Background: an optimization exercise with open tools, aiming at small area, a short achievable clock period and few clock cycles per item. Do not read the settings as production practice. RTL that was checked went through simulation tests only; none was proved equivalent to the original. No functional check of the RTL was part of runs 4 and 5.

$ cat flow/standard.sh
#!/bin/bash
# synth_recipe.tcl (not shown) runs the flow's synth.tcl, then flattens the netlist and writes it again
# the make line also repeats each setting of config.mk as NAME=value (left out here)
make -C /OpenROAD-flow-scripts/flow DESIGN_CONFIG=/design/flow/config.mk WORK_HOME=/design/flow/orfs CLKGATE_MAP_FILE= SYNTH_SCRIPT=/design/flow/synth_recipe.tcl "${@:-finish}"
$ cat flow/flow/run.sh
#!/bin/bash
# The standard layout, except that the port buffers are plain
# sky130_fd_sc_hd__buf_1 cells rather than the delay cells buffer_ports picks.
set -euo pipefail
bash standard.sh "BUFFER_PORTS_ARGS=-buffer_cell sky130_fd_sc_hd__buf_1" finish > standard_flow.log 2>&1
$ cat flow/config.mk
export PLATFORM = sky130hd
export DESIGN_NAME = cph_aes
export DESIGN_NICKNAME = cph_aes
export VERILOG_FILES = /design/flow/design.v
export SDC_FILE = /design/flow/constraint.sdc
export NUM_CORES = 8
export LEC_CHECK = 0
export CAP_MARGIN = 20
export CORE_MARGIN = 2
export CORE_UTILIZATION = 45
export CTS_BUF_LIST = sky130_fd_sc_hd__clkbuf_4 sky130_fd_sc_hd__clkbuf_8
export PLACE_DENSITY = 0.6
export SETUP_SLACK_MARGIN = 4.5
export SLEW_MARGIN = 20
export SYNTH_HIERARCHICAL = 1
export SYNTH_MINIMUM_KEEP_SIZE = 0
$ cat flow/design.v
module g_xor2  (input wire a, input wire b, output wire y); assign y = a ^ b;    endmodule
module g_xnor2 (input wire a, input wire b, output wire y); assign y = ~(a ^ b); endmodule
module g_nand2 (input wire a, input wire b, output wire y); assign y = ~(a & b); endmodule
module g_nor2  (input wire a, input wire b, output wire y); assign y = ~(a | b); endmodule
module g_mux2i (input wire a, input wire b, input wire s, output wire y); assign y = ~(s ? b : a); endmodule
module aes_sbox_hi (
    input  wire [7:0]  a,
    output wire [21:0] m
);
    wire U0 = a[7], U1 = a[6], U2 = a[5], U3 = a[4], U4 = a[3], U5 = a[2], U6 = a[1], U7 = a[0];
    wire T1, T2, T3, T4, T5, T6, T7, T8, T9, T10, T11, T12, T13, T14, T15, T16, T17, T18, T19, T20, T21, T22, T23, T24, T25, T26, T27, M1, M2, M3, M4, M5, M6, M7, M8, M9, M10, M11, M12, M13, M14, M15, M16, M17, M18, M19, M20, M21, M22, M23, M24, M25, M26, M27, M28, M29, M30, M31, M32, M33, M34, M35, M36, M37, M38, M39, M40, M41, M42, M43, M44, M47, M48, M50, M51, M56, M57, M59, M60;
    g_xor2 u0 (.a(U0), .b(U3), .y(T1));
    g_xor2 u1 (.a(U0), .b(U5), .y(T2));
    g_xor2 u2 (.a(U0), .b(U6), .y(T3));
    g_xor2 u3 (.a(U3), .b(U5), .y(T4));
    g_xor2 u4 (.a(U4), .b(U6), .y(T5));
    g_xor2 u5 (.a(T1), .b(T5), .y(T6));
    g_xor2 u6 (.a(U1), .b(U2), .y(T7));
    g_xor2 u7 (.a(U7), .b(T6), .y(T8));
    g_xor2 u8 (.a(U7), .b(T7), .y(T9));
    g_xor2 u9 (.a(T6), .b(T7), .y(T10));
    g_xor2 u10 (.a(U1), .b(U5), .y(T11));
    g_xor2 u11 (.a(U2), .b(U5), .y(T12));
    g_xor2 u12 (.a(T3), .b(T4), .y(T13));
    g_xor2 u13 (.a(T6), .b(T11), .y(T14));
    g_xor2 u14 (.a(T5), .b(T11), .y(T15));
    g_xor2 u15 (.a(T5), .b(T12), .y(T16));
    g_xor2 u16 (.a(T9), .b(T16), .y(T17));
    g_xor2 u17 (.a(U3), .b(U7), .y(T18));
    g_xor2 u18 (.a(T7), .b(T18), .y(T19));
    g_xor2 u19 (.a(T1), .b(T19), .y(T20));
    g_xor2 u20 (.a(U6), .b(U7), .y(T21));
    g_xor2 u21 (.a(T7), .b(T21), .y(T22));
    g_xor2 u22 (.a(T2), .b(T22), .y(T23));
    g_xor2 u23 (.a(T2), .b(T10), .y(T24));
    g_xor2 u24 (.a(T20), .b(T17), .y(T25));
    g_xor2 u25 (.a(T3), .b(T16), .y(T26));
    g_xor2 u26 (.a(T1), .b(T12), .y(T27));
    g_nand2 u27 (.a(T13), .b(T6), .y(M1));
    g_nand2 u28 (.a(T23), .b(T8), .y(M2));
    g_xnor2 u29 (.a(T14), .b(M1), .y(M3));
    g_nand2 u30 (.a(T19), .b(U7), .y(M4));
    g_xor2 u31 (.a(M4), .b(M1), .y(M5));
    g_nand2 u32 (.a(T3), .b(T16), .y(M6));
    g_nand2 u33 (.a(T22), .b(T9), .y(M7));
    g_xnor2 u34 (.a(T26), .b(M6), .y(M8));
    g_nand2 u35 (.a(T20), .b(T17), .y(M9));
    g_xor2 u36 (.a(M9), .b(M6), .y(M10));
    g_nand2 u37 (.a(T1), .b(T15), .y(M11));
    g_nand2 u38 (.a(T4), .b(T27), .y(M12));
    g_xor2 u39 (.a(M12), .b(M11), .y(M13));
    g_nand2 u40 (.a(T2), .b(T10), .y(M14));
    g_xor2 u41 (.a(M14), .b(M11), .y(M15));
    g_xnor2 u42 (.a(M3), .b(M2), .y(M16));
    g_xor2 u43 (.a(M5), .b(T24), .y(M17));
    g_xnor2 u44 (.a(M8), .b(M7), .y(M18));
    g_xor2 u45 (.a(M10), .b(M15), .y(M19));
    g_xor2 u46 (.a(M16), .b(M13), .y(M20));
    g_xor2 u47 (.a(M17), .b(M15), .y(M21));
    g_xor2 u48 (.a(M18), .b(M13), .y(M22));
    g_xor2 u49 (.a(M19), .b(T25), .y(M23));
    g_xnor2 u50 (.a(M22), .b(M23), .y(M24));
    g_nand2 u51 (.a(M22), .b(M20), .y(M25));
    g_xor2 u52 (.a(M21), .b(M25), .y(M26));
    g_xnor2 u53 (.a(M20), .b(M21), .y(M27));
    g_xor2 u54 (.a(M23), .b(M25), .y(M28));
    g_nor2 u55 (.a(M28), .b(M27), .y(M29));
    g_nor2 u56 (.a(M26), .b(M24), .y(M30));
    g_nand2 u57 (.a(M20), .b(M23), .y(M31));
    g_nor2 u58 (.a(M27), .b(M31), .y(M32));
    g_xor2 u59 (.a(M27), .b(M25), .y(M33));
    g_nand2 u60 (.a(M21), .b(M22), .y(M34));
    g_nor2 u61 (.a(M24), .b(M34), .y(M35));
    g_xor2 u62 (.a(M24), .b(M25), .y(M36));
    g_xor2 u63 (.a(M21), .b(M29), .y(M37));
    g_xor2 u64 (.a(M32), .b(M33), .y(M38));
    g_xor2 u65 (.a(M23), .b(M30), .y(M39));
    g_xor2 u66 (.a(M35), .b(M36), .y(M40));
    g_xor2 u67 (.a(M38), .b(M40), .y(M41));
    g_xor2 u68 (.a(M37), .b(M39), .y(M42));
    g_xor2 u69 (.a(M37), .b(M38), .y(M43));
    g_xor2 u70 (.a(M39), .b(M40), .y(M44));
    g_nand2 u71 (.a(M40), .b(T8), .y(M47));
    g_nand2 u72 (.a(M39), .b(U7), .y(M48));
    g_nand2 u73 (.a(M38), .b(T9), .y(M50));
    g_nand2 u74 (.a(M37), .b(T17), .y(M51));
    g_nand2 u75 (.a(M40), .b(T23), .y(M56));
    g_nand2 u76 (.a(M39), .b(T19), .y(M57));
    g_nand2 u77 (.a(M38), .b(T22), .y(M59));
    g_nand2 u78 (.a(M37), .b(T20), .y(M60));
    assign m = {M57, M60, M59, M51, M47, M48, M56, M50, T2, T4, T1, T3, T13, T10, T27, T15, T16, M43, T6, M44, M41, M42};
endmodule
module aes_sbox_lo (
    input  wire [21:0] m,
    output wire [7:0]  y
);
    wire M42 = m[0], M41 = m[1], M44 = m[2], T6 = m[3], M43 = m[4], T16 = m[5], T15 = m[6], T27 = m[7], T10 = m[8], T13 = m[9], T3 = m[10], T1 = m[11], T4 = m[12], T2 = m[13], M50 = m[14], M56 = m[15], M48 = m[16], M47 = m[17], M51 = m[18], M59 = m[19], M60 = m[20], M57 = m[21];
    wire M45, M46, M49, M52, M53, M54, M55, M58, M61, M62, M63, L0, L1, L2, L3, L4, L5, L6, L7, L8, L9, L10, L11, L12, L13, L14, L15, L16, L17, L18, L19, L20, L21, L22, L23, L24, L25, L26, L27, L28, L29;
    g_xor2 u0 (.a(M42), .b(M41), .y(M45));
    g_nand2 u1 (.a(M44), .b(T6), .y(M46));
    g_nand2 u2 (.a(M43), .b(T16), .y(M49));
    g_nand2 u3 (.a(M42), .b(T15), .y(M52));
    g_nand2 u4 (.a(M45), .b(T27), .y(M53));
    g_nand2 u5 (.a(M41), .b(T10), .y(M54));
    g_nand2 u6 (.a(M44), .b(T13), .y(M55));
    g_nand2 u7 (.a(M43), .b(T3), .y(M58));
    g_nand2 u8 (.a(M42), .b(T1), .y(M61));
    g_nand2 u9 (.a(M45), .b(T4), .y(M62));
    g_nand2 u10 (.a(M41), .b(T2), .y(M63));
    g_xor2 u11 (.a(M61), .b(M62), .y(L0));
    g_xor2 u12 (.a(M50), .b(M56), .y(L1));
    g_xor2 u13 (.a(M46), .b(M48), .y(L2));
    g_xor2 u14 (.a(M47), .b(M55), .y(L3));
    g_xor2 u15 (.a(M54), .b(M58), .y(L4));
    g_xor2 u16 (.a(M49), .b(M61), .y(L5));
    g_xnor2 u17 (.a(M62), .b(L5), .y(L6));
    g_xnor2 u18 (.a(M46), .b(L3), .y(L7));
    g_xor2 u19 (.a(M51), .b(M59), .y(L8));
    g_xor2 u20 (.a(M52), .b(M53), .y(L9));
    g_xnor2 u21 (.a(M53), .b(L4), .y(L10));
    g_xnor2 u22 (.a(M60), .b(L2), .y(L11));
    g_xor2 u23 (.a(M48), .b(M51), .y(L12));
    g_xnor2 u24 (.a(M50), .b(L0), .y(L13));
    g_xor2 u25 (.a(M52), .b(M61), .y(L14));
    g_xnor2 u26 (.a(M55), .b(L1), .y(L15));
    g_xnor2 u27 (.a(M56), .b(L0), .y(L16));
    g_xnor2 u28 (.a(M57), .b(L1), .y(L17));
    g_xnor2 u29 (.a(M58), .b(L8), .y(L18));
    g_xnor2 u30 (.a(M63), .b(L4), .y(L19));
    g_xor2 u31 (.a(L0), .b(L1), .y(L20));
    g_xor2 u32 (.a(L1), .b(L7), .y(L21));
    g_xor2 u33 (.a(L3), .b(L12), .y(L22));
    g_xor2 u34 (.a(L18), .b(L2), .y(L23));
    g_xor2 u35 (.a(L15), .b(L9), .y(L24));
    g_xor2 u36 (.a(L6), .b(L10), .y(L25));
    g_xor2 u37 (.a(L7), .b(L9), .y(L26));
    g_xor2 u38 (.a(L8), .b(L10), .y(L27));
    g_xor2 u39 (.a(L11), .b(L14), .y(L28));
    g_xor2 u40 (.a(L11), .b(L17), .y(L29));
    g_xor2 u41 (.a(L6), .b(L24), .y(y[7]));
    g_xnor2 u42 (.a(L16), .b(L26), .y(y[6]));
    g_xnor2 u43 (.a(L19), .b(L28), .y(y[5]));
    g_xor2 u44 (.a(L6), .b(L21), .y(y[4]));
    g_xor2 u45 (.a(L20), .b(L22), .y(y[3]));
    g_xor2 u46 (.a(L25), .b(L29), .y(y[2]));
    g_xnor2 u47 (.a(L13), .b(L27), .y(y[1]));
    g_xnor2 u48 (.a(L6), .b(L23), .y(y[0]));
endmodule
module aes_mixcol (
    input  wire [31:0] c,      
    input  wire        en,
    output wire [31:0] g
);
    wire [7:0] s [0:3];
    assign s[0] = c[31:24]; assign s[1] = c[23:16]; assign s[2] = c[15:8]; assign s[3] = c[7:0];
    wire [7:0] p [0:3];        
    wire [7:0] x [0:3];        
    wire [7:0] t;              
    wire [7:0] u [0:3];        
    genvar i, b;
    generate
        for (i = 0; i < 4; i = i + 1) begin : g_col
            for (b = 0; b < 8; b = b + 1) begin : g_bit
                g_xor2 u_p (.a(s[i][b]), .b(s[(i+1)%4][b]), .y(p[i][b]));
                if (b == 1 || b == 3 || b == 4) begin : g_red
                    g_xor2 u_x (.a(p[i][b-1]), .b(p[i][7]), .y(x[i][b]));
                end else if (b == 0) begin : g_b0
                    assign x[i][0] = p[i][7];
                end else begin : g_sh
                    assign x[i][b] = p[i][b-1];
                end
                g_xor2  u_u (.a(t[b]), .b(x[i][b]), .y(u[i][b]));
                g_nand2 u_g (.a(en), .b(u[i][b]), .y(g[31 - 8*i - 7 + b]));
            end
        end
        for (b = 0; b < 8; b = b + 1) begin : g_t
            g_xor2 u_t (.a(p[0][b]), .b(p[2][b]), .y(t[b]));
        end
    endgenerate
endmodule
module cph_aes (
    input  wire         clk,
    input  wire         rst,          
    input  wire         in_valid,
    output wire         in_ready,
    input  wire [255:0] in_key,       
    input  wire [127:0] in_block,     
    output reg          out_valid,
    output wire [127:0] out_block     
);
    reg          s_busy;
    reg  [3:0]   s_round;             
    reg  [127:0] st;                  
    reg  [127:0] qa;                  
    reg  [127:0] qb;                  
    reg          p_busy;
    reg  [3:0]   p_round;             
    reg  [351:0] pm;                  
    reg  [127:0] ra, rb;              
    reg  [87:0] rm;                  
    wire load = !p_busy;
    assign in_ready  = load;
    assign out_block = st;
    genvar g;
    wire [351:0] pm_d;
    wire [87:0] rm_d;
    generate
        for (g = 0; g < 16; g = g + 1) begin : g_sbh
            aes_sbox_hi u_sb (.a(st[127 - 8*g -: 8]), .m(pm_d[351 - 22*g -: 22]));
        end
        for (g = 0; g < 4; g = g + 1) begin : g_ksbh
            aes_sbox_hi u_ksb (.a(qb[31 - 8*g -: 8]), .m(rm_d[87 - 22*g -: 22]));
        end
    endgenerate
    wire [127:0] sub;
    generate
        for (g = 0; g < 16; g = g + 1) begin : g_sbl
            aes_sbox_lo u_sb (.m(pm[351 - 22*g -: 22]), .y(sub[127 - 8*g -: 8]));
        end
    endgenerate
    wire [127:0] shf;
    generate
        for (g = 0; g < 16; g = g + 1) begin : g_sr
            assign shf[127 - 8*g -: 8] = sub[127 - 8*((g + 4*(g % 4)) % 16) -: 8];
        end
    endgenerate
    wire p_last = (p_round == 4'd14);
    wire mc_en  = !p_last && !load;
    wire [127:0] mg;           
    generate
        for (g = 0; g < 4; g = g + 1) begin : g_mc
            aes_mixcol u_mc (.c(shf[127 - 32*g -: 32]), .en(mc_en), .g(mg[127 - 32*g -: 32]));
        end
    endgenerate
    wire [127:0] rk_n, dat_n, rnd_out;
    generate
        for (g = 0; g < 128; g = g + 1) begin : g_ark
            wire x;
            g_mux2i u_k (.a(rb[g]),  .b(in_key[128 + g]), .s(load), .y(rk_n[g]));
            g_mux2i u_d (.a(shf[g]), .b(in_block[g]),     .s(load), .y(dat_n[g]));
            g_xor2  u_x (.a(dat_n[g]), .b(rk_n[g]), .y(x));
            g_xnor2 u_m (.a(x), .b(mg[g]), .y(rnd_out[g]));
        end
    endgenerate
    wire [31:0] ksub;
    generate
        for (g = 0; g < 4; g = g + 1) begin : g_ksbl
            aes_sbox_lo u_ksb (.m(rm[87 - 22*g -: 22]), .y(ksub[31 - 8*g -: 8]));
        end
    endgenerate
    reg [7:0] rcon;
    always @(*) begin
        case (p_round[3:1])
            3'd0:    rcon = 8'h01;
            3'd1:    rcon = 8'h02;
            3'd2:    rcon = 8'h04;
            3'd3:    rcon = 8'h08;
            3'd4:    rcon = 8'h10;
            3'd5:    rcon = 8'h20;
            3'd6:    rcon = 8'h40;
            default: rcon = 8'h80;
        endcase
    end
    wire [31:0] t = p_round[0] ? ({ksub[23:0], ksub[31:24]} ^ {rcon, 24'h0}) : ksub;
    wire [31:0] b0 = ra[127:96], b1 = ra[95:64], b2 = ra[63:32], b3 = ra[31:0];
    wire [31:0] c1, c2, c3, n0, n1, n2, n3;
    generate
        for (g = 0; g < 32; g = g + 1) begin : g_ks
            g_xor2  u_p1 (.a(b0[g]), .b(b1[g]), .y(c1[g]));     
            g_xor2  u_p2 (.a(c1[g]), .b(b2[g]), .y(c2[g]));     
            g_xor2  u_p3 (.a(c2[g]), .b(b3[g]), .y(c3[g]));     
            g_xnor2 u_n0 (.a(b0[g]), .b(t[g]),  .y(n0[g]));
            g_xor2  u_n1 (.a(c1[g]), .b(t[g]),  .y(n1[g]));
            g_xnor2 u_n2 (.a(c2[g]), .b(t[g]),  .y(n2[g]));
            g_xor2  u_n3 (.a(c3[g]), .b(t[g]),  .y(n3[g]));
        end
    endgenerate
    always @(posedge clk) begin
        if (rst) begin
            s_busy    <= 1'b0;
            p_busy    <= 1'b0;
            out_valid <= 1'b0;
            s_round   <= 4'd1;
            p_round   <= 4'd1;
        end else begin
            p_busy    <= s_busy;
            p_round   <= s_round;
            out_valid <= p_busy && p_last;
            if (load) begin
                s_busy  <= in_valid;
                s_round <= 4'd1;
            end else begin
                s_busy  <= !p_last;
                s_round <= p_round + 4'd1;
            end
        end
    end
    always @(posedge clk) begin
        pm <= pm_d;
        ra <= qa;
        rb <= qb;
        rm <= rm_d;
        st <= rnd_out;
        qa <= rk_n;
        qb <= load ? in_key[127:0] : {n0, n1, n2, n3};
    end
endmodule
$ cat flow/constraint.sdc
create_clock -name core_clock -period 8.0 [get_ports {clk}]
set_input_delay 1.6000 -clock core_clock [delete_from_list [all_inputs] [get_ports {clk}]]
set_output_delay 1.6000 -clock core_clock [all_outputs]
set_load 0.01 [all_outputs]
==> flow_summary_export.csv, run 1 <==
group,metric,value,unit
global_route,grt.total_usage,0.267,
status,status,"complete, no violations",
worst_setup_path,cp-start-kind,"flop",
logic_synthesis,synth_cells,5520,
die,fp-row-count,130,
sta,setup_viol,0,
global_route,grt_max_degree,94,
worst_setup_path,rr_startpoint,"p_round[0]",
placed_design,io_buffers,516,
sta,maxClockFrequency,0.287,GHz
sta,final_hold_viol_count,0,
sta,setup_tns,0,ps
global_route,antenna_found_initial,21,
die,core_area,126000,um^2
die,die_area,129000,um^2
logic_synthesis,ys_ff_latch,1091,
logic_synthesis,yosysSeqAreaShare,0.384,
logic_synthesis,yosys_warnings,8,
worst_setup_path,path_max_fanout,73,
logic_synthesis,syn_area,56900,um^2
sta,post-route-period-util,0.436,
detailed_routing,drc_errors,0,
cts,cts_buffers,182,
logic_synthesis,synth.distinct_cells,25,
worst_setup_path,cp_slowest_cell,"and2_4",
detailed_routing,firstDrtPassIters,7,
sta,slew_headroom,0.179,
detailed_routing,wire_per_inst,23.3,um
detailed_routing,via_per_inst,4.66,
finish,fill_cells,11400,
worst_setup_path,crit_chain,"buf_4 > inv_1 > ha_1 > nand3_1 > and2_4 > buf_8 > nand2_1 > xnor2_1",
finish,syn2layout_area_growth,14.5,%
logic_synthesis,syn_nets,5909,
worst_setup_path,crit_start,"p_round[0]",
detailed_routing,wirelength,178000,um
sta,slew_violations,0,
cts,clkLatencyLatePin,890,ps
cts,h-tree-depth,4,
sta,fin_worst_skew,40.1,ps
worst_setup_path,crit_arrival,4190,ps
worst_hold_path,hold_start,"qa[86]",
placed_design,place_hpwl,144000,um
detailed_routing,drt_iter0_drc,2321,
worst_setup_path,ff2ff_path_depth,8,
worst_hold_path,hold_class,"reg -> reg",
finish,drive_gt1_frac,0.156,
cts,clkSlewWorstSetupHoldPaths,70,ps
die,start_util,0.453,
cts,cts.path.max_buffers,3,
worst_setup_path,cp-end-kind,"flop",
global_route,grt_pass1_vias,36400,
placed_design,dpl_cell_area,57800,um^2
detailed_routing,antenna_left,0,
finish,stdcell_area,65200,um^2
global_route,grt_pass1_wl,249000,um
cts,cts_root_buf,"clkbuf_8",
worst_setup_path,cpLargestDelayFamily,"simple AND/OR/NAND/NOR gates",
die,die_h,360,um
worst_setup_path,cp_num_buf_inv,3,
sta,final.min_clock_period,3490,ps
die,io_pins,517,
finish,final_cell_mix,"xor2_1 (1863), dfxtp_1 (1004), nand2_1 (728)",
worst_setup_path,cp_num_cells,8,
cts,cts.sinks,1091,
worst_setup_path,worstPathRequired,8710,ps
worst_setup_path,r2r_slack,4510,ps
worst_setup_path,crit_type,"reg -> reg",
finish,nets,6227,
cts,cts_tree,"yes",
worst_hold_path,whs_endpoint,"ra[86]",
detailed_routing,via_count,35700,
global_route,grt_overflow,0,
finish,final_common_cell,"xor2_1",
die,fp.dieW,360,um
flow_run,cap_violations,0,
worst_hold_path,holdPathStages,0,
worst_setup_path,r2r_end,"st[102]",
logic_synthesis,synth.avg_cell_area,10.3,um^2
placed_design,place.gp.congestion,0.923,
sta,tightest_slew,1200,ps
worst_setup_path,slowest_delay,520,ps
sta,rsz0062_at_grt,"yes",
==> flip-flops by register name (all words and copies together) (netlist names) <==
signal     count
qa           128
p_busy         1
p_round        4
st           128
rm            88
s_round        4
pm           352
qb           128
s_busy         1
ra           128
rb           128
out_valid      1
==> how the worst max path moves through the flow <==
| stage | end | slack (ps) |
|---|---|---|
| floorplan | st[0] | 1480 |
| global placement | pm[177] | 3930 |
| detailed placement | pm[177] | 3910 |
| CTS | in_ready | 4210 |
| global route | pm[154] | 4390 |
| finish | st[102] | 4510 |
==> per-layer routing <==
metal,vias up,GRT usage,part of all wire
met5,-,0,0.00039
met4,12,0.0957,0.035
met3,234,0.0461,0.058
met2,1024,0.440,0.47
met1,17200,0.352,0.44
li1,17200,-,-
==> modules after synthesis, one instance, submodules excluded, a selection <==
module       cells  area (um^2)
aes_sbox_hi     22          165
cph_aes       1320        24400
g_mux2i          1         10.0
g_nand2          1         3.75
g_nor2           1         3.75
g_xnor2          1         8.76
g_xor2           1         8.76
==> final cells by class <==
cell class | count | area [um^2] | share of cell area
Antenna cell | 14 | 35.0 | 0.000537
Sequential cell | 1091 | 22000 | 0.337
Inverter | 2 | 11.3 | 0.000173
Clock inverter | 60 | 674 | 0.0103
Timing Repair Buffer | 596 | 2590 | 0.0397
Clock buffer | 270 | 3450 | 0.0530
Multi-Input combinational cell | 3965 | 34400 | 0.528
Tap cell | 1650 | 2060 | 0.0317
==> what timing repair did <==
| action | CTS | global route |
|---|---|---|
| setup endpoints to repair | 255 | 278 |
| gates cloned | 0 | 2 |
| resized for setup | 139 | 294 |
| hold buffers | 0 | 0 |
| pin swaps | 2 | 39 |
| setup buffers | 1 | 40 |
==> Yosys cell counts (all sizes together) <==
cell    instances  share of area
mux2          152          0.036
nor3            1        0.00018
xnor2         597          0.092
nand2b          1        0.00011
clkbuf          1       0.000066
nand2         728          0.048
or2             2        0.00022
dfxtp        1091           0.38
a21oi           8        0.00070
ha              2        0.00044
and2            1        0.00011
nor2           93         0.0061
inv             2        0.00013
nor2b           4        0.00044
buf           462          0.061
nand3b          3        0.00040
mux2i         257          0.045
nor3b           3        0.00066
nand3           3        0.00026
xor2         2109           0.32
==> through the flow <==
step	cells	utilization	worst slack, ps	hold WS, ps
after CTS	7592	0.500	4210	302
after global placement	7260	0.460	3930	310
after global routing	7643	0.519	4390	302
after detailed placement	7261	0.460	3910	312
final	7648	0.519	4510	290
after floorplan	5520	-	1480	310
==> kinds of logic (layout without fill, tap and decap cells) <==
| family | Yosys count | count (layout) | share of synthesized area |
|---|---|---|---|
| compound gates | 8 | 8 | 0.000703 |
| xor+xnor | 2706 | 2706 | 0.416 |
| fa+ha+maj | 2 | 2 | 0.000439 |
| buf+inv | 465 | 928 | 0.0616 |
| flops | 1091 | 1091 | 0.384 |
| mux | 409 | 409 | 0.0810 |
| other cells | 0 | 14 | 0 |
| simple gates | 839 | 840 | 0.0565 |
Testbench counts, summed over its fixed seeds: cycles 48,634, items 3,238.
==> run 2: changes to the inputs <==
--- a/flow/config.mk
+++ b/flow/config.mk
@@ -8,9 +8,9 @@
 export CAP_MARGIN = 20
 export CORE_MARGIN = 2
 export CORE_UTILIZATION = 45
-export CTS_BUF_LIST = sky130_fd_sc_hd__clkbuf_4 sky130_fd_sc_hd__clkbuf_8
+export GPL_ROUTABILITY_DRIVEN = 0
 export PLACE_DENSITY = 0.6
-export SETUP_SLACK_MARGIN = 4.5
+export SETUP_SLACK_MARGIN = 4.7
 export SLEW_MARGIN = 20
 export SYNTH_HIERARCHICAL = 1
 export SYNTH_MINIMUM_KEEP_SIZE = 0
==> run 2 against run 1 <==
Routed wire length increased by 1.3%. Maximum frequency rose by 6.2%. Critical path type unchanged. Critical endpoint is now qb[93].
==> flow_summary_export.csv, run 2 <==
group,metric,value,unit
status,status,"complete, no violations",
logic_synthesis,syn_nets,5909,
detailed_routing,wire_per_inst,23.8,um
sta,rsz0062_at_grt,"yes",
placed_design,dpl.cell_count,7255,
cts,clkLatencyLatePin,710,ps
finish,largest_reg_flops,352,
worst_setup_path,path_max_fanout,3,
logic_synthesis,yosys.area.top_type,"dfxtp_1",
sta,setup_tns,0,ps
placed_design,io_buffers,516,
finish,syn2layout_area_growth,19.5,%
sta,post-route-period-util,0.410,
cts,cts_root_buf,"clkbuf_16",
logic_synthesis,synth.distinct_cells,25,
detailed_routing,drc_errors,0,
cts,cts.path.max_buffers,3,
detailed_routing,drt_iter0_drc,2268,
logic_synthesis,ys_ff_latch,1091,
sta,slew_violations,0,
worst_setup_path,crit_arrival,3920,ps
finish,nets,6240,
sta,tightest_slew,1230,ps
logic_synthesis,synth_top_cells_by_area,"dfxtp_1 (38%), xor2_1 (32%), xnor2_1 (9.2%)",
worst_setup_path,worstPathRequired,8640,ps
die,fp.dieW,360,um
worst_setup_path,crit_type,"reg -> reg",
global_route,grt.total_usage,0.267,
logic_synthesis,yosysTopAreaCellShare,0.384,
global_route,grt_pass1_vias,36000,
logic_synthesis,synthAdderAreaFrac,0.000439,
logic_synthesis,synth_cells,5520,
sta,final_hold_viol_count,0,
detailed_routing,wirelength,181000,um
detailed_routing,antenna_left,0,
finish,final_cells,7603,
placed_design,dpl_worst_slack,4000,ps
detailed_routing,firstDrtPassIters,5,
finish,fill_cells,11000,
logic_synthesis,yosysSeqAreaShare,0.384,
sta,setup_ws,4720,ps
logic_synthesis,synth_edf_count,0,
detailed_routing,via_per_inst,4.72,
global_route,grt_pass1_wl,249000,um
logic_synthesis,synth.avg_cell_area,10.3,um^2
logic_synthesis,synth_xor_area_frac,0.416,
die,start_util,0.453,
cts,cts_buffers,113,
worst_setup_path,cpLargestDelayFamily,"XOR/XNOR gates",
worst_hold_path,hold_class,"reg -> reg",
worst_setup_path,slowest_delay,530,ps
logic_synthesis,syn_area,56900,um^2
sta,maxClockFrequency,0.305,GHz
cts,clkSlewWorstSetupHoldPaths,60,ps
cts,cts.sinks,1091,
die,io_pins,517,
logic_synthesis,synth-compound-area-share,0.000703,
worst_setup_path,cp_slowest_cell,"xor2_1",
worst_setup_path,cp_num_buf_inv,1,
sta,final.min_clock_period,3280,ps
logic_synthesis,yosys_warnings,8,
finish,drive_gt1_frac,0.202,
cts,hold_buffers,0,
worst_setup_path,cp-start-kind,"flop",
logic_synthesis,synth.most_common_cell,"xor2_1",
logic_synthesis,synthMuxAreaShare,0.0810,
placed_design,place_hpwl,145000,um
flow_run,cap_violations,0,
cts,cts_tree,"yes",
global_route,grt_max_degree,115,
die,core_area,126000,um^2
worst_setup_path,cpMostUsedCell,"xor2_1",
sta,fin_worst_skew,22.3,ps
detailed_routing,via_count,35900,
logic_synthesis,ys.flop_type,"dfxtp_1",
logic_synthesis,synth_top_family_by_area,"XOR/XNOR gates",
die,die_h,360,um
worst_setup_path,cp-end-kind,"flop",
finish,final_cell_mix,"xor2_1 (1637), dfxtp_1 (947), nand2_1 (722)",
global_route,antenna_found_initial,20,
logic_synthesis,synth-simple-area-share,0.0565,
worst_setup_path,crit_chain,"nand2_1 > xor2_1 > xnor2_1 > xor2_1 > xnor2_1 > xor2_1 > a21oi_2 > buf_4 > xor2_1 > mux2_4",
logic_synthesis,synthArstFlopShare,0,
cts,h-tree-depth,3,
finish,largest_register,"pm",
sta,setup_viol,0,
finish,final_common_cell,"xor2_1",
sta,slew_headroom,0.154,
die,fp-row-count,130,
die,die_area,129000,um^2
logic_synthesis,ys_top_cells_by_count,"xor2_1 (2109), dfxtp_1 (1091), nand2_1 (728), xnor2_1 (597), buf_4 (441)",
global_route,grt_overflow,0,
==> run 2: cells by family (layout without fill, tap and decap cells) <==
| group | after synthesis | count (layout) |
|---|---|---|
| other cells | 0 | 9 |
| buf+inv | 465 | 889 |
| flops | 1091 | 1091 |
| mux | 409 | 409 |
| compound gates | 8 | 8 |
| xor+xnor | 2706 | 2706 |
| simple gates | 839 | 839 |
| fa+ha+maj | 2 | 2 |
==> run 2: worst paths after layout <==
kind	from	end	slack, ps	depth (start not counted)
setup reg to reg	rm[46]	qb[93]	4720	10
setup / recovery	rm[46]	qb[93]	4720	10
hold / removal	qb[59]	rb[59]	310	0
hold reg to reg	qb[59]	rb[59]	310	0
==> run 2: what timing repair did <==
item                                    CTS  global route
endpoints found under the setup margin  321           313
buffers inserted                         25           106
resized for setup                       319           458
endpoints found under the hold margin     0             0
pin swaps                                52           105
==> run 2: layer usage <==
metal,global-route usage,wire [um]
met5,0,12
met4,0.121,9540
met3,0.0430,9990
met2,0.433,83000
met1,0.350,78200
==> run 2: area by class of cell <==
cell class | instances | area (um^2) | area share
diodes | 9 | 22.5 | 0.000331
clock buffers | 149 | 3220 | 0.0473
clock inverters | 59 | 796 | 0.0117
inverters | 2 | 11.3 | 0.000166
multi-input cells | 3964 | 36600 | 0.538
flip-flops and latches | 1091 | 22100 | 0.324
well taps | 1650 | 2060 | 0.0303
repair buffers | 679 | 3240 | 0.0477
==> run 2: worst register-to-register path: stages, from the launching register on <==
cell	delay, ps
dfxtp_1	310
nand2_1	110
xor2_1	290
xnor2_1	210
xor2_1	130
xnor2_1	420
xor2_1	200
a21oi_2	470
buf_4	290
xor2_1	540
mux2_4	260
==> run 2: per-module statistics from Yosys, one instance, submodules excluded, a selection <==
module,flops+latches,cells
aes_sbox_hi,0,22
cph_aes,1091,1320
g_mux2i,0,1
g_nand2,0,1
g_nor2,0,1
g_xnor2,0,1
g_xor2,0,1
==> run 2: metrics by stage <==
| step | util | cell area (um^2) | hold slack, ps |
|---|---|---|---|
| CTS | 0.511 | 64200 | 315 |
| global route | 0.542 | 68000 | 319 |
| global placement | 0.461 | 57800 | 310 |
| detailed placement | 0.461 | 57900 | 312 |
| finish | 0.542 | 68000 | 309 |
| floorplan | - | 57100 | 310 |
==> run 3: changes to the inputs <==
--- a/flow/config.mk
+++ b/flow/config.mk
@@ -8,7 +8,6 @@
 export CAP_MARGIN = 20
 export CORE_MARGIN = 2
 export CORE_UTILIZATION = 45
-export GPL_ROUTABILITY_DRIVEN = 0
 export PLACE_DENSITY = 0.6
 export SETUP_SLACK_MARGIN = 4.7
 export SLEW_MARGIN = 20
==> run 3 against run 2 <==
Still clean on timing, DRC and antenna. Synthesized cell count stayed put. Via count is 1.2% higher. Maximum frequency hardly changed. Non-clock buffer count is 31 higher. Critical path depth stayed put. Worst hold slack better by 10 ps. Sequential cell count stayed put. Count of clock-buffer cells in the layout is 3 higher. Die area stayed put. Register-to-register slack hardly changed.
==> flow_summary_export.csv, run 3 <==
group,metric,value,unit
die,die_h,360,um
sta,slew_violations,0,
logic_synthesis,syn_area,56900,um^2
logic_synthesis,synth_cells,5520,
sta,setup_tns,0,ps
detailed_routing,via_per_inst,4.76,
sta,tightest_slew,1150,ps
detailed_routing,antenna_left,0,
detailed_routing,wire_per_inst,24.3,um
worst_setup_path,cpMostUsedCell,"xor2_1",
finish,final_cell_mix,"xor2_1 (1632), dfxtp_1 (944), nand2_1 (722)",
logic_synthesis,ys.flop_type,"dfxtp_1",
finish,nets,6272,
cts,h-tree-depth,3,
logic_synthesis,ys_ff_latch,1091,
placed_design,dpl.cell_count,7250,
worst_setup_path,cp_slowest_cell,"xnor2_1",
logic_synthesis,synthArstFlopShare,0,
logic_synthesis,synth.distinct_cells,25,
cts,cts_buffers,114,
global_route,grt_overflow,0,
finish,largest_reg_flops,352,
worst_setup_path,path_max_fanout,4,
global_route,grt_pass1_wl,254000,um
status,status,"complete, no violations",
cts,cts_root_buf,"clkbuf_16",
logic_synthesis,yosys.area.top_type,"dfxtp_1",
worst_setup_path,worstPathRequired,8530,ps
detailed_routing,drt_iter0_drc,2707,
sta,setup_viol,0,
detailed_routing,wirelength,186000,um
detailed_routing,firstDrtPassIters,5,
global_route,grt_pass1_vias,36000,
placed_design,place.gp.congestion,0.941,
die,fp.dieW,360,um
logic_synthesis,yosysTopAreaCellShare,0.384,
cts,cts_tree,"yes",
finish,syn2layout_area_growth,20.7,%
logic_synthesis,yosysSeqAreaShare,0.384,
logic_synthesis,synth.most_common_cell,"xor2_1",
logic_synthesis,ys_top_cells_by_count,"xor2_1 (2109), dfxtp_1 (1091), nand2_1 (728), xnor2_1 (597), buf_4 (441)",
placed_design,io_buffers,516,
sta,final.min_clock_period,3280,ps
cts,clkSlewWorstSetupHoldPaths,60,ps
detailed_routing,via_count,36400,
logic_synthesis,yosys_warnings,8,
logic_synthesis,synthMuxAreaShare,0.0810,
sta,fin_worst_skew,28.9,ps
cts,clkLatencyLatePin,710,ps
finish,final_common_cell,"xor2_1",
worst_setup_path,slowest_delay,420,ps
finish,drive_gt1_frac,0.207,
finish,fill_cells,11000,
logic_synthesis,synth_edf_count,0,
logic_synthesis,synth_top_cells_by_area,"dfxtp_1 (38%), xor2_1 (32%), xnor2_1 (9.2%)",
logic_synthesis,synth-compound-area-share,0.000703,
worst_setup_path,cp-start-kind,"flop",
logic_synthesis,syn_nets,5909,
sta,rsz0062_at_grt,"yes",
sta,final_hold_viol_count,0,
worst_setup_path,cp_num_buf_inv,0,
logic_synthesis,synthAdderAreaFrac,0.000439,
logic_synthesis,synth_xor_area_frac,0.416,
finish,final_cells,7637,
die,start_util,0.453,
die,core_area,126000,um^2
worst_setup_path,crit_type,"reg -> reg",
worst_setup_path,crit_chain,"nand2_1 > xor2_1 > xnor2_2 > xor2_1 > xor2_2 > xor2_1 > xor2_2 > xor2_1 > nand2_1 > xnor2_1",
global_route,antenna_found_initial,15,
die,die_area,129000,um^2
logic_synthesis,synth-simple-area-share,0.0565,
cts,cts.sinks,1091,
worst_setup_path,cp-end-kind,"flop",
logic_synthesis,synth.avg_cell_area,10.3,um^2
sta,maxClockFrequency,0.305,GHz
global_route,grt_max_degree,116,
finish,largest_register,"pm",
flow_run,cap_violations,0,
placed_design,place_hpwl,147000,um
die,fp-row-count,130,
global_route,grt.total_usage,0.273,
sta,post-route-period-util,0.410,
worst_setup_path,cpLargestDelayFamily,"XOR/XNOR gates",
sta,slew_headroom,0.211,
cts,cts.path.max_buffers,3,
detailed_routing,drc_errors,0,
die,io_pins,517,
logic_synthesis,synth_top_family_by_area,"XOR/XNOR gates",
worst_setup_path,crit_arrival,3810,ps
worst_hold_path,hold_class,"reg -> reg",
cts,hold_buffers,0,
## run 3: cell types whose count changed in the layout (fill, tap and decap cells not counted), moves of 6 or more
cell and change:
buf_4 +17, dfxtp_4 +14, xor2_4 +13, dfxtp_2 -11, xor2_2 -8, buf_12 +6
## run 3: Yosys stat by module (local to each module, per instance), excerpt
module	cell area, um^2	copies in the design
aes_sbox_hi	165	20
cph_aes	24400	1
g_mux2i	10.0	256
g_nand2	3.75	728
g_nor2	3.75	80
g_xnor2	8.76	592
g_xor2	8.76	2104
## run 3: final timing paths
path	slack, ps	startpoint	to	cells past startpoint
min	320	qa[38]	ra[38]	0
min reg2reg	320	qa[38]	ra[38]	0
max reg2reg	4720	pm[264]	st[66]	10
max	4720	pm[264]	st[66]	10
## run 3: what timing repair did
| item | in CTS | in global routing |
|---|---|---|
| gates resized for setup | 341 | 479 |
| endpoints found under the setup margin | 433 | 326 |
| gates cloned | 5 | 0 |
| endpoints found under the hold margin | 0 | 0 |
| pin swaps | 50 | 138 |
| setup buffers | 25 | 137 |
## run 3: per-layer routing
layer / vias to the layer above / part of all wire / track usage
met1: 17900 / 0.45 / 0.373
met4: 6 / 0.044 / 0.0991
met5: - / 0.00020 / 0
met3: 267 / 0.048 / 0.0336
li1: 17100 / - / -
met2: 1052 / 0.46 / 0.443
## run 3: cell families (layout without fill, tap and decap cells)
kind of cell,Yosys count,count (layout)
DFF,1091,1091
adders and majority gates,2,2
buffers and inverters,465,921
xor gates and xnor gates,2706,2706
other,0,11
and+or+nand+nor,839,839
AOI/OAI and AO/OA,8,8
muxes,409,409
## run 3: through the flow
step | util | setup slack (ps) | cell area, um^2 | hold WS [ps]
after detailed placement | 0.461 | 3520 | 57800 | 312
after global routing | 0.547 | 4570 | 68700 | 324
after global placement | 0.460 | 3550 | 57800 | 310
after CTS | 0.512 | 4560 | 64200 | 319
final | 0.547 | 4720 | 68700 | 319
after floorplan | - | 1480 | 57100 | 310
## run 3: area by class of cell
class | count | area [um^2] | area share
clock buffers | 152 | 3200 | 0.0465
multi-input cells | 3964 | 36800 | 0.536
flip-flops and latches | 1091 | 22100 | 0.322
clock inverters | 57 | 751 | 0.0109
diodes | 11 | 27.5 | 0.000401
inverters | 2 | 11.3 | 0.000164
well taps | 1650 | 2060 | 0.0300
repair buffers | 710 | 3730 | 0.0543
## run 3: worst register-to-register path, delay by kind of cell (launching register included)
kind / cells / cell delay, ps
flip-flops: 1 / 360
AND/OR/NAND/NOR: 2 / 220
XOR/XNOR: 8 / 2540
==> run 4: changes to the inputs <==
--- a/flow/design.v
+++ b/flow/design.v
@@ -198,9 +198,11 @@
     reg  [351:0] pm;                  
     reg  [127:0] ra, rb;              
     reg  [87:0] rm;                  
-    wire load = !p_busy;
-    assign in_ready  = load;
-    assign out_block = st;
+    reg          rdy, ld_n;
+    reg  [127:0] res;                 
+    wire load = !ld_n;
+    assign in_ready  = rdy;
+    assign out_block = res;
     genvar g;
     wire [351:0] pm_d;
     wire [87:0] rm_d;
@@ -225,21 +227,22 @@
         end
     endgenerate
     wire p_last = (p_round == 4'd14);
-    wire mc_en  = !p_last && !load;
+    wire mc_en  = ld_n;
     wire [127:0] mg;           
     generate
         for (g = 0; g < 4; g = g + 1) begin : g_mc
             aes_mixcol u_mc (.c(shf[127 - 32*g -: 32]), .en(mc_en), .g(mg[127 - 32*g -: 32]));
         end
     endgenerate
-    wire [127:0] rk_n, dat_n, rnd_out;
+    wire [127:0] xr, rk_n, rnd_out;
     generate
         for (g = 0; g < 128; g = g + 1) begin : g_ark
-            wire x;
-            g_mux2i u_k (.a(rb[g]),  .b(in_key[128 + g]), .s(load), .y(rk_n[g]));
-            g_mux2i u_d (.a(shf[g]), .b(in_block[g]),     .s(load), .y(dat_n[g]));
-            g_xor2  u_x (.a(dat_n[g]), .b(rk_n[g]), .y(x));
-            g_xnor2 u_m (.a(x), .b(mg[g]), .y(rnd_out[g]));
+            wire ik, xs_n;
+            g_xor2  u_r (.a(shf[g]), .b(rb[g]), .y(xr[g]));
+            g_xor2  u_i (.a(in_block[g]), .b(in_key[128 + g]), .y(ik));
+            g_mux2i u_s (.a(xr[g]), .b(ik), .s(load), .y(xs_n));
+            g_xor2  u_m (.a(xs_n), .b(mg[g]), .y(rnd_out[g]));
+            g_mux2i u_k (.a(rb[g]), .b(in_key[128 + g]), .s(load), .y(rk_n[g]));
         end
     endgenerate
     wire [31:0] ksub;
@@ -280,17 +283,21 @@
             s_busy    <= 1'b0;
             p_busy    <= 1'b0;
             out_valid <= 1'b0;
+            rdy       <= 1'b1;
+            ld_n      <= 1'b0;
             s_round   <= 4'd1;
             p_round   <= 4'd1;
         end else begin
             p_busy    <= s_busy;
             p_round   <= s_round;
             out_valid <= p_busy && p_last;
+            rdy       <= !s_busy || (s_round == 4'd14);
+            ld_n      <= s_busy && (s_round != 4'd14);
             if (load) begin
                 s_busy  <= in_valid;
                 s_round <= 4'd1;
             end else begin
-                s_busy  <= !p_last;
+                s_busy  <= 1'b1;
                 s_round <= p_round + 4'd1;
             end
         end
@@ -302,6 +309,7 @@
         rm <= rm_d;
         st <= rnd_out;
         qa <= rk_n;
+        res <= xr;
         qb <= load ? in_key[127:0] : {n0, n1, n2, n3};
     end
 endmodule
--- a/flow/config.mk
+++ b/flow/config.mk
@@ -9,7 +9,7 @@
 export CORE_MARGIN = 2
 export CORE_UTILIZATION = 45
 export PLACE_DENSITY = 0.6
-export SETUP_SLACK_MARGIN = 4.7
+export SETUP_SLACK_MARGIN = 4.5
 export SLEW_MARGIN = 20
 export SYNTH_HIERARCHICAL = 1
 export SYNTH_MINIMUM_KEEP_SIZE = 0
==> run 4 against run 3 <==
Routed wire length is 0.67% lower. Still clean. Critical path depth is the same. Final area increased by 0.83%. Synthesized cell count rose by 4.7%. Cell count up 3.7%. Die area rose by 6.7%. Critical path type unchanged.
==> flow_summary_export.csv, run 4 <==
group,metric,value,unit
status,status,"complete, no violations",
sta,fin_worst_skew,33.1,ps
cts,h-tree-depth,4,
detailed_routing,drc_errors,0,
worst_setup_path,worstPathRequired,8650,ps
flow_run,cap_violations,0,
detailed_routing,wirelength,185000,um
logic_synthesis,yosys_warnings,8,
global_route,grt.total_usage,0.260,
logic_synthesis,yosysTopAreaCellShare,0.402,
die,fp-row-count,134,
sta,slew_headroom,0.208,
detailed_routing,wl_met3,9490,um
worst_setup_path,endpoint,"st[79]",
detailed_routing,route.met2.wl,83100,um
sta,final.min_clock_period,3750,ps
worst_setup_path,path_max_fanout,5,
placed_design,dpl.cell_count,7640,
worst_setup_path,cp-end-kind,"flop",
finish,syn2layout_area_growth,13.9,%
cts,cts.sinks,1221,
finish,final_cell_mix,"xor2_1 (2120), dfxtp_1 (1192), nand2_1 (728)",
logic_synthesis,ys_top_cells_by_count,"xor2_1 (2365), dfxtp_1 (1221), nand2_1 (728), xnor2_1 (469), buf_4 (441)",
worst_setup_path,rr_startpoint,"pm[243]",
cts,cts_buffers,137,
die,fp.dieW,372,um
logic_synthesis,ys_ff_latch,1221,
finish,drive_gt1_frac,0.124,
cts,cts_tree,"yes",
worst_setup_path,r2r_slack,4250,ps
placed_design,dpl_cell_area,61700,um^2
logic_synthesis,syn_nets,6169,
cts,cts.path.max_buffers,3,
detailed_routing,wl_met1,85100,um
detailed_routing,via_count,37200,
finish,largest_register,"pm",
logic_synthesis,synth.distinct_cells,28,
cts,clkLatencyLatePin,770,ps
logic_synthesis,yosysSeqAreaShare,0.402,
detailed_routing,routed.top_layer,"met4",
global_route,antenna_found_initial,7,
worst_setup_path,crit_type,"reg -> reg",
detailed_routing,firstDrtPassIters,5,
worst_setup_path,crit_start,"pm[243]",
cts,clkSlewWorstSetupHoldPaths,60,ps
sta,final_hold_viol_count,0,
detailed_routing,wire_per_inst,23.3,um
logic_synthesis,ys.flop_type,"dfxtp_1",
global_route,grt_pass1_vias,37400,
placed_design,io_buffers,516,
sta,post-route-period-util,0.468,
worst_hold_path,hold_class,"reg -> reg",
worst_hold_path,holdPathStages,0,
sta,maxClockFrequency,0.267,GHz
sta,holdWs,300,ps
worst_setup_path,cp-start-kind,"flop",
logic_synthesis,synth_top_cells_by_area,"dfxtp_1 (40%), xor2_1 (34%), xnor2_1 (6.8%)",
placed_design,place.gp.congestion,0.936,
logic_synthesis,syn_area,60800,um^2
die,die_area,138000,um^2
finish,final_cells,7921,
sta,setup_viol,0,
logic_synthesis,synth.avg_cell_area,10.5,um^2
die,io_pins,517,
logic_synthesis,synthArstFlopShare,0,
global_route,grt_pass1_wl,256000,um
global_route,grt_max_degree,113,
global_route,grt_overflow,0,
die,die_h,372,um
worst_setup_path,ff2ff_path_depth,10,
sta,rsz0062_at_grt,"yes",
detailed_routing,antenna_left,0,
worst_setup_path,r2r_end,"st[79]",
finish,final_common_cell,"xor2_1",
logic_synthesis,synth_cells,5780,
sta,tightest_slew,1180,ps
logic_synthesis,synth_edf_count,0,
placed_design,place_hpwl,149000,um
finish,nets,6437,
detailed_routing,via_per_inst,4.70,
die,core_area,134000,um^2
die,start_util,0.454,
logic_synthesis,yosys.area.top_type,"dfxtp_1",
detailed_routing,drt_iter0_drc,2457,
finish,largest_reg_flops,352,
cts,cts_root_buf,"clkbuf_16",
finish,stdcell_area,69300,um^2
sta,slew_violations,0,
worst_setup_path,crit_arrival,4400,ps
logic_synthesis,synth.most_common_cell,"xor2_1",
sta,setup_tns,0,ps
run 4: cell families (layout without fill, tap and decap cells):
group / after synthesis / count (layout) / synth area share
AOI/OAI and AO/OA: 8 / 8 / 0.000659
xor gates and xnor gates: 2834 / 2834 / 0.408
adders and majority gates: 2 / 2 / 0.000412
buffers and inverters: 466 / 835 / 0.0592
DFF: 1221 / 1221 / 0.402
muxes: 408 / 408 / 0.0763
other: 0 / 4 / 0
and+or+nand+nor: 841 / 841 / 0.0531
run 4: stage by stage:
stage               setup slack [ps]   util
floorplan                       1030      -
global placement                3580  0.461
detailed placement              3620  0.461
CTS                             4310  0.500
global route                    4200  0.518
finish                          4250  0.518
run 4: area by class of cell:
class,count,area [um^2]
fillers,12100,64500
multi-input cells,4093,35500
flip-flops and latches,1221,24500
clock buffers,192,3970
repair buffers,591,2540
well taps,1768,2210
clock inverters,48,574
inverters,3,15.0
diodes,4,10.0
repair inverters,1,5.00
run 4: worst max-delay path: stages (launching register included):
cell and delay [ps]:
dfxtp_1 400, xor2_1 210, nand2_1 140, xor2_1 320, xor2_1 310, xor2_2 380, xor2_2 390, xor2_2 390
xor2_1 410, nand2_1 330, xor2_1 350
run 4: worst min-delay path by stage:
| stage | endpoint | startpoint | slack [ps] |
|---|---|---|---|
| 2_1_floorplan | ra[0] | qa[0] | 310 |
| 3_3_place_gp | ra[63] | qa[63] | 310 |
| 3_5_place_dp | ra[91] | qa[91] | 310 |
| 4_1_cts | ra[29] | qa[29] | 300 |
| 5_1_grt | ra[29] | qa[29] | 300 |
| 6_report | ra[29] | qa[29] | 300 |
run 4: what timing repair did:
| action | CTS | global route |
|---|---|---|
| setup buffers | 3 | 33 |
| endpoints found under the hold margin | 0 | 0 |
| cloned | 1 | 0 |
| pin swaps | 3 | 19 |
| hold buffers | 0 | 0 |
| resized for setup | 90 | 271 |
| endpoints found under the setup margin | 180 | 304 |
run 4: per-layer routing:
metal,global-route usage,up-vias
li1,-,17900
met1,0.361,18100
met2,0.409,1041
met3,0.0382,251
met4,0.0917,0
met5,0,-
run 4: modules after synthesis (local to each module, per instance), a selection:
| module | cell area (um^2) | cells |
|---|---|---|
| g_nand2 | 3.75 | 1 |
| cph_aes | 27200 | 1452 |
| aes_sbox_hi | 165 | 22 |
| g_xor2 | 8.76 | 1 |
| g_mux2i | 10.0 | 1 |
| g_xnor2 | 8.76 | 1 |
| g_nor2 | 3.75 | 1 |
==> run 5: changes to the inputs <==
--- a/flow/config.mk
+++ b/flow/config.mk
@@ -9,7 +9,7 @@
 export CORE_MARGIN = 2
 export CORE_UTILIZATION = 45
 export PLACE_DENSITY = 0.6
-export SETUP_SLACK_MARGIN = 4.5
+export SETUP_SLACK_MARGIN = 4.7
 export SLEW_MARGIN = 20
 export SYNTH_HIERARCHICAL = 1
 export SYNTH_MINIMUM_KEEP_SIZE = 0
==> run 5 against run 4 <==
Highest routed layer is now met5. Synthesized cell count stayed put. Cell count is 1.8% higher. Non-clock buffer count is 141 higher. Largest cell class unchanged. Sequential share of layout area is 1.7 points lower. Via count is 1.5% higher. Final area is 5.4% higher. Worst hold slack better by 0.97 ps. Critical path depth stayed put. Count of clock-buffer cells in the layout stayed put. Area after synthesis stayed put. Register-to-register slack better by 340 ps. Clock skew hardly changed.
==> flow_summary_export.csv, run 5 <==
group,metric,value,unit
sta,rsz0062_at_grt,"yes",
sta,maxClockFrequency,0.293,GHz
detailed_routing,wire_per_inst,23.3,um
die,io_pins,517,
cts,clkLatencyLatePin,770,ps
detailed_routing,drc_errors,0,
sta,tightest_slew,1210,ps
detailed_routing,via_per_inst,4.69,
placed_design,dpl.cell_count,7640,
logic_synthesis,synth.avg_cell_area,10.5,um^2
detailed_routing,via_count,37800,
logic_synthesis,synth_cells,5780,
logic_synthesis,syn_area,60800,um^2
die,start_util,0.454,
detailed_routing,antenna_left,0,
worst_setup_path,path_max_fanout,5,
sta,final_hold_viol_count,0,
die,core_area,134000,um^2
logic_synthesis,synthArstFlopShare,0,
cts,hold_buffers,0,
sta,slew_violations,0,
sta,post-route-period-util,0.426,
die,die_h,372,um
worst_setup_path,crit_type,"reg -> reg",
sta,final.min_clock_period,3410,ps
cts,cts.path.max_buffers,3,
die,die_area,138000,um^2
global_route,antenna_found_initial,6,
placed_design,place.gp.congestion,0.936,
worst_setup_path,cp-start-kind,"flop",
finish,final_cells,8061,
logic_synthesis,synth_top_cells_by_area,"dfxtp_1 (40%), xor2_1 (34%), xnor2_1 (6.8%)",
sta,slew_headroom,0.193,
cts,cts_root_buf,"clkbuf_16",
logic_synthesis,ys_top_cells_by_count,"xor2_1 (2365), dfxtp_1 (1221), nand2_1 (728), xnor2_1 (469), buf_4 (441)",
cts,h-tree-depth,4,
worst_hold_path,hold_class,"reg -> reg",
finish,nets,6578,
placed_design,io_buffers,516,
sta,fin_worst_skew,33.5,ps
worst_setup_path,crit_arrival,4060,ps
global_route,grt_pass1_wl,258000,um
cts,clkSlewWorstSetupHoldPaths,60,ps
cts,cts_tree,"yes",
global_route,grt.total_usage,0.262,
finish,final_cell_mix,"xor2_1 (1884), dfxtp_1 (1129), nand2_1 (727)",
detailed_routing,drt_iter0_drc,2650,
die,fp.dieW,372,um
logic_synthesis,yosys.area.top_type,"dfxtp_1",
logic_synthesis,ys_ff_latch,1221,
finish,final_common_cell,"xor2_1",
cts,cts_buffers,137,
logic_synthesis,yosysTopAreaCellShare,0.402,
finish,largest_reg_flops,352,
logic_synthesis,synth.most_common_cell,"xor2_1",
logic_synthesis,synth.distinct_cells,28,
global_route,grt_overflow,0,
flow_run,cap_violations,0,
logic_synthesis,yosys_warnings,8,
detailed_routing,firstDrtPassIters,5,
logic_synthesis,syn_nets,6169,
global_route,grt_pass1_vias,37700,
finish,largest_register,"pm",
worst_setup_path,cp-end-kind,"flop",
sta,setup_tns,0,ps
logic_synthesis,yosysSeqAreaShare,0.402,
finish,syn2layout_area_growth,20.1,%
placed_design,place_hpwl,149000,um
logic_synthesis,synth_edf_count,0,
sta,setup_viol,0,
finish,drive_gt1_frac,0.195,
logic_synthesis,ys.flop_type,"dfxtp_1",
worst_setup_path,ff2ff_path_depth,10,
status,status,"complete, no violations",
worst_setup_path,worstPathRequired,8660,ps
worst_hold_path,holdPathStages,0,
global_route,grt_max_degree,113,
die,fp-row-count,134,
cts,cts.sinks,1221,
finish,utilization,0.546,
detailed_routing,wirelength,188000,um
==> run 5: worst max-delay path: stages (launching register included) <==
cell and delay (ps):
dfxtp_1 410, xor2_1 450, xnor2_1 220, xor2_1 330
xor2_2 160, buf_4 180, xor2_4 320, xor2_4 320
xor2_2 300, nand2_1 280, xor2_1 320
==> run 5: path summary, 6_finish.rpt <==
check | start | end | slack (ps)
worst min-delay path | qa[29] | ra[29] | 300
worst max-delay path | pm[257] | st[79] | 4590
worst min register to register | qa[29] | ra[29] | 300
worst max register to register | pm[257] | st[79] | 4590
==> run 5: area by class of cell <==
| class | instances | area, um^2 |
|---|---|---|
| clock buffers | 192 | 3970 |
| well taps | 1768 | 2210 |
| clock inverters | 48 | 574 |
| diodes | 3 | 7.51 |
| repair inverters | 1 | 5.00 |
| repair buffers | 732 | 3670 |
| inverters | 3 | 15.0 |
| multi-input cells | 4093 | 38000 |
| fillers | 11600 | 60800 |
| flip-flops and latches | 1221 | 24600 |
==> run 5: metal layers <==
layer,wire (um),share of wire,track usage
met1,84800,0.45,0.363
met2,86000,0.46,0.413
met3,10700,0.057,0.0404
met4,6700,0.036,0.0921
met5,7,0.000037,0
==> run 5: cell families after synthesis <==
family | after synthesis | share of synthesized area
multiplexers | 408 | 0.0763
AO/OA/AOI/OAI | 8 | 0.000659
flip-flops | 1221 | 0.402
buffers and inverters | 466 | 0.0592
AND/OR/NAND/NOR | 841 | 0.0531
XOR/XNOR | 2834 | 0.408
adder cells (fa/ha/maj) | 2 | 0.000412
==> run 5: what timing repair did <==
action                                  in CTS  in global routing
endpoints found under the setup margin     341                351
pin swaps                                   28                117
gates resized for setup                    283                458
buffers inserted                            16                161
cloned                                       1                  0
==> run 5: modules after synthesis, one instance, submodules excluded, a selection <==
module	copies in the design	cell area [um^2]	flip-flops and latches
cph_aes	1	27200	1221
g_nor2	80	3.75	0
g_xnor2	464	8.76	0
g_mux2i	256	10.0	0
g_nand2	728	3.75	0
g_xor2	2360	8.76	0
aes_sbox_hi	20	165	0
==> run 5: per-stage QoR <==
step                setup slack (ps)  cell area [um^2]  hold slack (ps)
finish                          4590             73000              301
global route                    4470             73000              300
CTS                             4500             68500              304
detailed placement              3620             61700              312
global placement                3580             61700              310
floorplan                       1030             60800              310

-- port drivers added, routing unchanged --
No port has a modelled driver above. Below, the same layouts with a new extraction and two added sets of constraints. Step 1 sets driving cells, clkbuf_16 on the clock port and buf_2 on the other inputs (assumed; they add their load-dependent delay and slew). Step 2 moves the port delays by t, midway between the first and last clock arrival at a register: inputs arrive t later, outputs are due t later. That takes back most of the time a late clock gives input paths. a / b / c = ideal ports / drivers / drivers and shift; a / b = the first two.
run | shift t [ns] | setup slack, ns | latest minus earliest clock arrival (ns)
run 1 | 0.951 | 4.515 / 4.481 / 4.515 | 0.042 / 0.042
run 2 | 0.782 | 4.719 / 4.671 / 4.719 | 0.025 / 0.025
run 3 | 0.768 | 4.720 / 4.649 / 4.720 | 0.030 / 0.031
run 4 | 0.824 | 4.253 / 4.253 / 4.253 | 0.037 / 0.037
run 5 | 0.831 | 4.591 / 4.591 / 4.591 | 0.038 / 0.037
After both steps setup and hold are still met in every run listed.
